From an optimization exercise on the open Yosys and OpenROAD flow, aimed at small area, a short achievable clock period and few clock cycles per item; shortcuts taken in it are not production practice. In this exercise RTL edits were held to simulation tests only and were not proved equivalent to the original. Power is estimated from default activity; no workload was simulated.

==> 11-10: inputs <==
// pfe_xw
module pfe_xw (
    input  wire         clk,
    input  wire         rst,
    input  wire         cmd_valid,
    output wire         cmd_ready,
    input  wire [1:0]   cmd_mode,      
    input  wire [31:0]  cmd_weight,    
    input  wire [7:0]   cmd_k,         
    input  wire [271:0] cmd_model,     
    input  wire [15:0]  cmd_len,       
    input  wire         s_valid,
    output wire         s_ready,
    input  wire [15:0]  s_value,
    input  wire [3:0]   s_flags,       
    input  wire         s_rok,         
    input  wire [2:0]   s_tap,         
    output reg          m_valid,
    input  wire         m_ready,
    output reg  [15:0]  m_value,
    output reg  [3:0]   m_flags,
    output reg          m_last
);
    reg         cmd_rdy;
    reg         s_rdy;
    reg         expect_s;      
    reg  [15:0] remain;        
    reg         cur_tag;       
    reg         s_v;           
    reg         iv;            
    assign cmd_ready = cmd_rdy;
    assign s_ready   = s_rdy;
    wire cmd_fire = cmd_valid && cmd_rdy;
    wire s_fire   = s_valid && s_rdy;
    wire adv      = !s_v;      
    reg [271:0] model;
    reg [7:0]   kk0, kk1;
    reg [31:0]  wt0, wt1;
    reg [1:0]   md0, md1;
    reg  model_en;      
    wire old_busy;      
    wire cfg_en = model_en && !old_busy;
    always @(posedge clk) begin
        if (model_en)
            model <= cmd_model;
        if (cfg_en) begin
            if (cur_tag) begin
                kk0 <= cmd_k;  wt0 <= cmd_weight;  md0 <= cmd_mode;
            end else begin
                kk1 <= cmd_k;  wt1 <= cmd_weight;  md1 <= cmd_mode;
            end
        end
    end
  ...
export LEC_CHECK = 0
export CAP_MARGIN = 20
export CORE_MARGIN = 2
export CORE_UTILIZATION = 55
export PLACE_DENSITY = 0.65
export SLEW_MARGIN = 20
export BUFFER_PORTS_ARGS = -buffer_cell sky130_fd_sc_hd__buf_2
create_clock -name core_clock -period 26.0 [get_ports {clk}]
standard.sh (not shown) runs the stock make flow with config.mk's settings and CLKGATE_MAP_FILE= SYNTH_SCRIPT=/design/flow/synth_recipe.tcl, a recipe that flattens the netlist after the stock synthesis.
==> flow/flow/run.sh <==
#!/bin/bash
# The standard layout, with every input and output port buffered by a
# sky130_fd_sc_hd__buf_2 instead of the default port buffer cell.
set -euo pipefail
echo 'export BUFFER_PORTS_ARGS = -buffer_cell sky130_fd_sc_hd__buf_2' >> config.mk
bash standard.sh > standard.log 2>&1
==> 06-25 (differences from 11-10) <==
--- a/flow/design.v
+++ b/flow/design.v
@@ -50,19 +50,18 @@
             end
         end
     end
     reg [15:0] ix;
     reg [3:0]  ifl;
     reg        irok;
     reg [2:0]  itap;
     reg        ilast;
-    wire i_load = !iv || adv;
     always @(posedge clk) begin
-        if (i_load) begin
+        if (s_rdy) begin
             ix    <= s_value;
             ifl   <= s_flags;
             irok  <= s_rok;
             itap  <= s_tap;
             ilast <= (remain == 16'd1);
         end
     end
     reg [15:0] px0, px1, px2, px3, px4, px5, px6;
==> flow/run.sh (new file) <==
#!/bin/bash
# synth_recipe.tcl (not shown) runs the flow's synth.tcl, then flattens the netlist and writes it again
# the make line also repeats each setting of config.mk as NAME=value (left out here)
make -C /OpenROAD-flow-scripts/flow DESIGN_CONFIG=/design/flow/config.mk WORK_HOME=/design/flow/orfs CLKGATE_MAP_FILE= SYNTH_SCRIPT=/design/flow/synth_recipe.tcl finish
BUFFER_PORTS_ARGS = default   (was -buffer_cell sky130_fd_sc_hd__buf_2)
CORE_UTILIZATION = 40   (was 55)
PLACE_DENSITY = 0.6   (was 0.65)
removed: flow/flow/run.sh
removed: flow/standard.sh
==> 11-08 (differences from 11-10) <==
CTS_BUF_LIST = sky130_fd_sc_hd__clkbuf_4 sky130_fd_sc_hd__clkbuf_8   (was default)
CTS_CLUSTER_SIZE = 24   (was default)
==> notes <==
Synthesized cell count: 06-25 is larger than 11-10 (about 0.8%). Between 06-25 and 11-08, the lower register-to-register slack is in 11-08 (gap 0.08 ns). The highest clock power belongs to 06-25, the lowest to 11-08. Against 11-08, the critical path depth of 06-25 is lower by 22. Between 11-08 and 06-25, the lower core utilization is in 06-25 (gap 15 points). Final area, highest first: 06-25, 11-10, 11-08. In sequential power, 11-10 and 11-08 hardly differ. In synthesized area, 11-08 and 11-10 do not differ. In sequential cell count, 06-25 and 11-10 do not differ. Non-clock buffer count: 06-25 is higher than 11-10 (5).
==> figures <==
|  | 11-08 | 11-10 | 06-25 |
|---|---|---|---|
| Outcome | complete, no violations | complete, no violations | complete, no violations |
| Clock slew seen by the registers of the worst setup and hold paths | 0.07 ns | 0.06 ns | 0.06 ns |
| Total of plain and repair buffers excluding clock buffers | 431 | 431 | 436 |
| Diode count | 19 | 23 | 9 |
| Arr. time, crit path | 7.48 ns | 7.30 ns | 2.20 ns |
| Met2 wirelength from detailed routing | 115 mm | 115 mm | 119 mm |
| Number of placed instances with taps included | 9903 | 9903 | 10755 |
| Crit. End Element | flip-flop | flip-flop | output pin |
| Worst setup margin | 19.16 ns | 19.21 ns | 18.60 ns |
| Proportion of cell area occupied by multi-input gates | 0.515 | 0.514 | 0.497 |
| Number of DRC markers after the initial detailed-route iteration | 4647 | 4395 | 3962 |
| Starting utilization of the core area | 0.555 | 0.555 | 0.401 |
| Multi-input combinational cell count | 5216 | 5216 | 5268 |
| Proportion of power drawn by combinational gates | 0.579 | 0.573 | 0.563 |
| Net count, final | 9899 | 9830 | 9903 |
| Fraction of final layout cells with drive strength greater than 1 | 0.112 | 0.101 | 0.0560 |
| Global placement routability congestion | 0.915 | 0.915 | 0.920 |
| Number of ordinary inverters in the final layout | 1111 | 1111 | 1113 |
| Total Wirelength | 240 mm | 240 mm | 240 mm |
| Worst setup path end | d1_rq[26] | d1_rq[26] | s_ready |
| Non-clock buffering overhead | 0.0243 | 0.0242 | 0.0434 |
| Fin Clk Skew | 0.111 ns | 0.0660 ns | 0.0888 ns |
Testbench counts of 11-10, summed over its fixed seeds: cycles 53,124, samples 52,260.
Testbench counts of 06-25, summed over its fixed seeds: cycles 53,124, samples 52,260.
Testbench counts of 11-08, summed over its fixed seeds: cycles 53,124, samples 52,260.

-- afterwards: timing with drivers on the ports --
No port has a modelled driver above. Below, the same layouts with a new extraction and two added sets of constraints. Step 1 sets driving cells, clkbuf_16 on the clock port and buf_2 on the other inputs (assumed; they add their load-dependent delay and slew). Step 2 moves the port delays by t, midway between the first and last clock arrival at a register: inputs arrive t later, outputs are due t later. That takes back most of the time a late clock gives input paths. Three values: no drivers, after step 1, after step 2; two values: the first two.
run	shift t [ns]	slack for setup (ns)	worst setup path after step 2	worst data-port slew with drivers (ns)	cell pins on the clock port's net
11-10	0.848	19.211 / 19.211 / 19.186	input to register	0.16	1
06-25	0.879	18.602 / 18.514 / 19.201	input to register	0.20	1
11-08	1.030	19.161 / 19.161 / 19.161	register to register	0.14	1
After both steps every run listed still meets setup and hold. For 11-10, which loses most, drivers alone change the setup slack by 0.000 ns; drivers and shift together by -0.025 ns.
